Background: an optimization exercise with open tools, aiming at small area. Do not read the settings as production practice.
Function was checked by simulation only, so behaviour that the tests miss may differ from the original.
Power and IR drop assume default switching activity.

==> v13: inputs <==
==> flow/design.v (excerpt) <==
module dfu_unit (
    input  wire        clk,
    input  wire        rst,           
    input  wire [1:0]  mode,          
    input  wire [20:0] dec_d,         
    input  wire        sync,          
    input  wire        corr_we,
    input  wire [1:0]  corr_m,
    input  wire [15:0] corr_ofs,
    input  wire [15:0] corr_gain,
    input  wire        corr_commit,
    input  wire        in_valid,
    input  wire [11:0] in_code,
    input  wire [1:0]  in_member,
    input  wire [3:0]  in_flags,      
    output wire        o_valid,
    output wire [31:0] o_index,
    output wire [15:0] o_lo,
    output wire [15:0] o_hi,
    output wire [31:0] o_h32,
    output wire [11:0] o_p12,
    output wire [4:0]  o_flags,       
    output reg  [31:0] sat_count
);
Settings: LEC_CHECK=0, ABC_AREA=1, CAP_MARGIN=5, CORE_MARGIN=2, CORE_UTILIZATION=40, CTS_CLUSTER_DIAMETER=80, CTS_CLUSTER_SIZE=30, PLACE_DENSITY=0.6, SLEW_MARGIN=5; clock period 14.0 ns.
standard.sh (not shown) runs the stock make flow with config.mk's settings and CLKGATE_MAP_FILE= SYNTH_SCRIPT=/design/flow/synth_recipe.tcl, a recipe that flattens the netlist after the stock synthesis.
==> flow/flow/run.sh <==
#!/bin/bash
# Layout flow: the standard ORFS flow, with two changes that leave the design's
# function and registers as the standard synthesis makes them:
#  - after the standard synthesis, flow/polar.py moves inverters out of the netlist
#    (full adders taken in complemented form, gates swapped for complemented twins);
#  - the buffers that global placement puts on every input and output port are the
#    smallest buffer cell, buf_1.
# Each step's output goes to a log file of its own in this folder.
set -euo pipefail
export BUFFER_PORTS_ARGS="-buffer_cell sky130_fd_sc_hd__buf_1"
R=orfs/results/sky130hd/dfu_unit/base
bash standard.sh synth > flow_synth.log 2>&1
cp "$R/1_2_yosys.v" synth_standard.v
python3 flow/polar.py synth_standard.v "$R/1_2_yosys.v" > flow_polar.log 2>&1
rm -f "$R/1_synth.odb" "$R/1_synth.sdc"
bash standard.sh finish > flow_layout.log 2>&1
Other scripts of this flow, unchanged in this note and not shown: flow/flow/polar.py
==> v30: changes against v13 <==
--- a/flow/config.mk
+++ b/flow/config.mk
@@ -8,3 +8,3 @@
 export ABC_AREA = 1
-export CAP_MARGIN = 5
+export CAP_MARGIN = 20
 export CORE_MARGIN = 2
@@ -14,2 +14,2 @@
 export PLACE_DENSITY = 0.6
-export SLEW_MARGIN = 5
+export SLEW_MARGIN = 20
==> v39: changes against v13 <==
--- a/flow/config.mk
+++ b/flow/config.mk
@@ -7,4 +7,3 @@
 export LEC_CHECK = 0
-export ABC_AREA = 1
-export CAP_MARGIN = 5
+export CAP_MARGIN = 20
 export CORE_MARGIN = 2
@@ -14,2 +13,2 @@
 export PLACE_DENSITY = 0.6
-export SLEW_MARGIN = 5
+export SLEW_MARGIN = 20
==> notes <==
- Against v13, the first-iteration DRC count of v30 is lower by about 1.4%.
- The lowest sequential share of layout area belongs to v39, the highest to v13.
- In v30 the count of clock-buffer cells in the layout is higher than in v39, by 1.
- In sequential cell count, v13 and v30 do not differ.
- Utilization, lowest first: v39, v13, v30.

* * *

==> run K <==
Another version of the RTL of dfu_unit (not shown whole).
Settings: LEC_CHECK=0, ABC_AREA=1, CAP_MARGIN=20, CORE_MARGIN=2, CORE_UTILIZATION=40, CTS_CLUSTER_DIAMETER=100, CTS_CLUSTER_SIZE=30, PLACE_DENSITY=0.6, SLEW_MARGIN=20; clock period 14.0 ns.
==> flow/flow/run.sh <==
#!/bin/bash
# Layout flow: the standard ORFS flow with three changes that keep the design's
# registers exactly as the standard synthesis makes them:
#  - synthesis is the standard one (synth_recipe.tcl, ABC_AREA 1) except that ABC's
#    area script maps with "amap" and leaves buffering and sizing to the placer;
#  - after synthesis, flow/polar.py moves inverters out of the netlist (full adders
#    taken in complemented form, gates swapped for complemented twins);
#  - the buffers that global placement puts on every port are buf_1.
# Each step's output goes to a log file of its own in this folder.
set -euo pipefail
export BUFFER_PORTS_ARGS="-buffer_cell sky130_fd_sc_hd__buf_1"
R=orfs/results/sky130hd/dfu_unit/base
rm -rf scripts_synth
cp -r "$FLOW_HOME/scripts" scripts_synth
printf 'strash\ndch -f\namap\ntopo\nstime -c\n' > scripts_synth/abc_area.script
bash standard.sh SCRIPTS_DIR="$PWD/scripts_synth" synth > flow_synth.log 2>&1
cp "$R/1_2_yosys.v" synth_netlist.v
python3 flow/polar.py synth_netlist.v "$R/1_2_yosys.v" > flow_polar.log 2>&1
rm -f "$R/1_synth.odb" "$R/1_synth.sdc"
bash standard.sh finish > flow_layout.log 2>&1
Other scripts of this flow, unchanged in this note and not shown: flow/flow/polar.py
==> run A: changes against run K <==
- CORE_UTILIZATION: 40 -> 55
- PLACE_DENSITY: 0.6 -> 0.7
==> qor summary <==
	run K	run A
Vias after detailed routing	19,631	19,846
Signal buffers share of area	4.30%	4.44%
Run status	finished clean	finished clean
Latest clock arrival within the worst-skew pair	610 ps	580 ps
Via count of the first global-routing pass	19,291	19,244
Starting density of the core	40.3%	55.7%
Worst hold slack across all endpoints	341 ps	335 ps
DRT Wirelength	72.6 mm	69.5 mm
Post-Route Skew	56.4 ps	36.1 ps
Arr. time, crit path	13,490 ps	13,630 ps
Setup slack of the worst register-to-register path	960 ps	840 ps
WHS Endpoint	q_flags[1]$_DFF_P_	q_flags[3]$_DFF_P_
Required @ worst endpoint	14,450 ps	14,460 ps
Drt first-iter violations	1,733	2,009
Count of placed standard cells in the final layout, fillers left out	3,469	3,223
Area occupied by multi-input gates	13,200 um2	13,200 um2
Layout-stage area growth over the synthesis result	11.5%	10.1%

* * *

==> job 8702 <==
dfu_unit, a different RTL version from the one above (not shown whole).
## dfu_unit
module dfu_unit (
    input  wire        clk,
    input  wire        rst,           
    input  wire [1:0]  mode,          
    input  wire [20:0] dec_d,         
    input  wire        sync,          
    input  wire        corr_we,
    input  wire [1:0]  corr_m,
    input  wire [15:0] corr_ofs,
    input  wire [15:0] corr_gain,
    input  wire        corr_commit,
    input  wire        in_valid,
    input  wire [11:0] in_code,
    input  wire [1:0]  in_member,
    input  wire [3:0]  in_flags,      
    output wire        o_valid,
    output wire [31:0] o_index,
    output wire [15:0] o_lo,
    output wire [15:0] o_hi,
    output wire [31:0] o_h32,
    output wire [11:0] o_p12,
    output wire [4:0]  o_flags,       
    output reg  [31:0] sat_count
);
==> flow/config.mk <==
export PLATFORM = sky130hd
export DESIGN_NAME = dfu_unit
export DESIGN_NICKNAME = dfu_unit
export VERILOG_FILES = /design/flow/design.v
export SDC_FILE = /design/flow/constraint.sdc
export NUM_CORES = 4
export LEC_CHECK = 0
export ABC_AREA = 1
export CAP_MARGIN = 20
export CORE_MARGIN = 2
export CORE_UTILIZATION = 40
export CTS_BUF_LIST = sky130_fd_sc_hd__clkbuf_8
export CTS_CLUSTER_DIAMETER = 60
export CTS_CLUSTER_SIZE = 16
export PLACE_DENSITY = 0.6
export SLEW_MARGIN = 20
==> flow/constraint.sdc <==
create_clock -name core_clock -period 14.0 [get_ports {clk}]
set_input_delay 2.8000 -clock core_clock [delete_from_list [all_inputs] [get_ports {clk}]]
set_output_delay 2.8000 -clock core_clock [all_outputs]
set_load 0.01 [all_outputs]
Scripts as last shown in full above: flow/flow/run.sh
Other scripts of this flow, unchanged in this note and not shown: flow/flow/polar.py
==> job 1594: changes against job 8702 <==
--- a/flow/config.mk
+++ b/flow/config.mk
@@ -9,8 +9,7 @@
 export CAP_MARGIN = 20
 export CORE_MARGIN = 2
 export CORE_UTILIZATION = 40
-export CTS_BUF_LIST = sky130_fd_sc_hd__clkbuf_8
-export CTS_CLUSTER_DIAMETER = 60
-export CTS_CLUSTER_SIZE = 16
+export CTS_CLUSTER_DIAMETER = 80
+export CTS_CLUSTER_SIZE = 30
 export PLACE_DENSITY = 0.6
 export SLEW_MARGIN = 20
==> job 7804: changes against job 8702 <==
==> flow/flow/run.sh (replaced) <==
#!/bin/bash
# Layout flow: the standard ORFS flow, with two changes that leave the design's
# function and registers as the standard synthesis makes them:
#  - after the standard synthesis, flow/polar.py moves inverters out of the netlist
#    (full adders taken in complemented form, gates swapped for complemented twins);
#  - the buffers that global placement puts on every input and output port are the
#    smallest buffer cell, buf_1.
# Each step's output goes to a log file of its own in this folder.
set -euo pipefail
export BUFFER_PORTS_ARGS="-buffer_cell sky130_fd_sc_hd__buf_1"
R=orfs/results/sky130hd/dfu_unit/base
bash standard.sh synth > flow_synth.log 2>&1
cp "$R/1_2_yosys.v" synth_standard.v
python3 flow/polar.py synth_standard.v "$R/1_2_yosys.v" > flow_polar.log 2>&1
rm -f "$R/1_synth.odb" "$R/1_synth.sdc"
bash standard.sh finish > flow_layout.log 2>&1
--- a/flow/config.mk
+++ b/flow/config.mk
@@ -9,8 +9,7 @@
 export CAP_MARGIN = 20
 export CORE_MARGIN = 2
 export CORE_UTILIZATION = 40
-export CTS_BUF_LIST = sky130_fd_sc_hd__clkbuf_8
-export CTS_CLUSTER_DIAMETER = 60
-export CTS_CLUSTER_SIZE = 16
+export CTS_CLUSTER_DIAMETER = 80
+export CTS_CLUSTER_SIZE = 30
 export PLACE_DENSITY = 0.6
 export SLEW_MARGIN = 20
==> summary.txt <==
- Status: timing/DRC/antenna clean
- Number of placed cells counting well taps: 3,308
- Flop pwr share: 29.7%
- Effective utilization at floorplan: 40.5%
- Half-perimeter wire length after detailed placement: 50.3 mm
- Number of antenna cells inserted: 1
- Combinational-cell power consumption: 3.18 mW
- Violation count after the first detailed-routing iteration: 1,557
- Std-Cell Rows: 92
That was job 8702.
==> summary.txt <==
- Fill cell instance count of the final layout: 5,973
- Effective utilization at floorplan: 40.5%
- Half-perimeter wire length after detailed placement: 50.0 mm
- Number of placed cells counting well taps: 3,310
- Pin count of the biggest net entering global routing: 70
- Sequential portion of the cell area: 39.2%
- Number of antenna cells inserted: 3
- Violation count after the first detailed-routing iteration: 1,526
- Std-Cell Rows: 92
- Sw power: 2.48 mW
- Status: timing/DRC/antenna clean
- Ratio of final minimum period to clock period: 94.3%
- Final worst clock skew: 0.0379 ns
- Routed length on met1: 28.5 mm
- Flop pwr share: 29.4%
- CORE AREA: 63,100 um^2
- Global-route wire length before repair: 107 mm
That was job 1594.
==> summary.txt <==
- Effective utilization at floorplan: 40.5%
- Met1 layer usage reported by global route: 25.4%
- Gp weighted congestion: 0.927
- Combinational-cell power consumption: 3.26 mW
- Met3 wire len: 3.90 mm
- Status: timing/DRC/antenna clean
- Sequential cell count: 447
- Congestion Overflow GR: 0
- Average vias per placed instance: 5.10
- Std-Cell Rows: 94
- Number of placed cells counting well taps: 3,541
- Flop pwr share: 28.6%
- Arrival time reported for the critical path endpoint: 13.92 ns
- Final cell count without fillers: 3,594
- Reg-to-reg slack, setup: 0.57 ns
- Half-perimeter wire length after detailed placement: 49.8 mm
That was job 7804.

port drivers added, routing unchanged:
The results above use ideal ports. As a check the final layouts listed here were re-extracted and re-timed, cells and wires unchanged.
Step 1 sets driving cells, clkbuf_16 on the clock port and buf_2 on the other inputs (assumed; they add their load-dependent delay and slew).
Step 2, shift: input delay + t, output delay - t, t = (earliest + latest rising clock arrival at the registers) / 2. This alone moves slack from input paths to output paths.
Slacks: ideal ports / drivers / drivers and shift; pairs: ideal ports / drivers.
run | shift t [ns] | setup WS [ns] | hold WS [ns] | slew at the worst register clock pin (ns)
v13 | 0.643 | 0.434 / 0.408 / 0.408 | 0.334 / 0.334 / 0.334 | 0.11 / 0.11
v30 | 0.647 | 0.602 / 0.579 / 0.579 | 0.337 / 0.337 / 0.337 | 0.10 / 0.10
v39 | 0.651 | 0.510 / 0.490 / 0.490 | 0.333 / 0.333 / 0.333 | 0.11 / 0.11
run K | 0.653 | 0.961 / 0.961 / 0.961 | 0.341 / 0.341 / 0.341 | 0.11 / 0.11
run A | 0.624 | 0.838 / 0.838 / 0.838 | 0.335 / 0.335 / 0.335 | 0.12 / 0.12
job 8702 | 0.679 | 0.764 / 0.764 / 0.764 | 0.339 / 0.339 / 0.339 | 0.10 / 0.10
job 1594 | 0.645 | 0.801 / 0.801 / 0.801 | 0.337 / 0.337 / 0.337 | 0.11 / 0.11
job 7804 | 0.651 | 0.575 / 0.575 / 0.575 | 0.325 / 0.325 / 0.325 | 0.11 / 0.11
After both steps every run listed still meets setup and hold. For v13, which loses most, drivers alone change the setup slack by -0.026 ns; drivers and shift together by -0.026 ns.
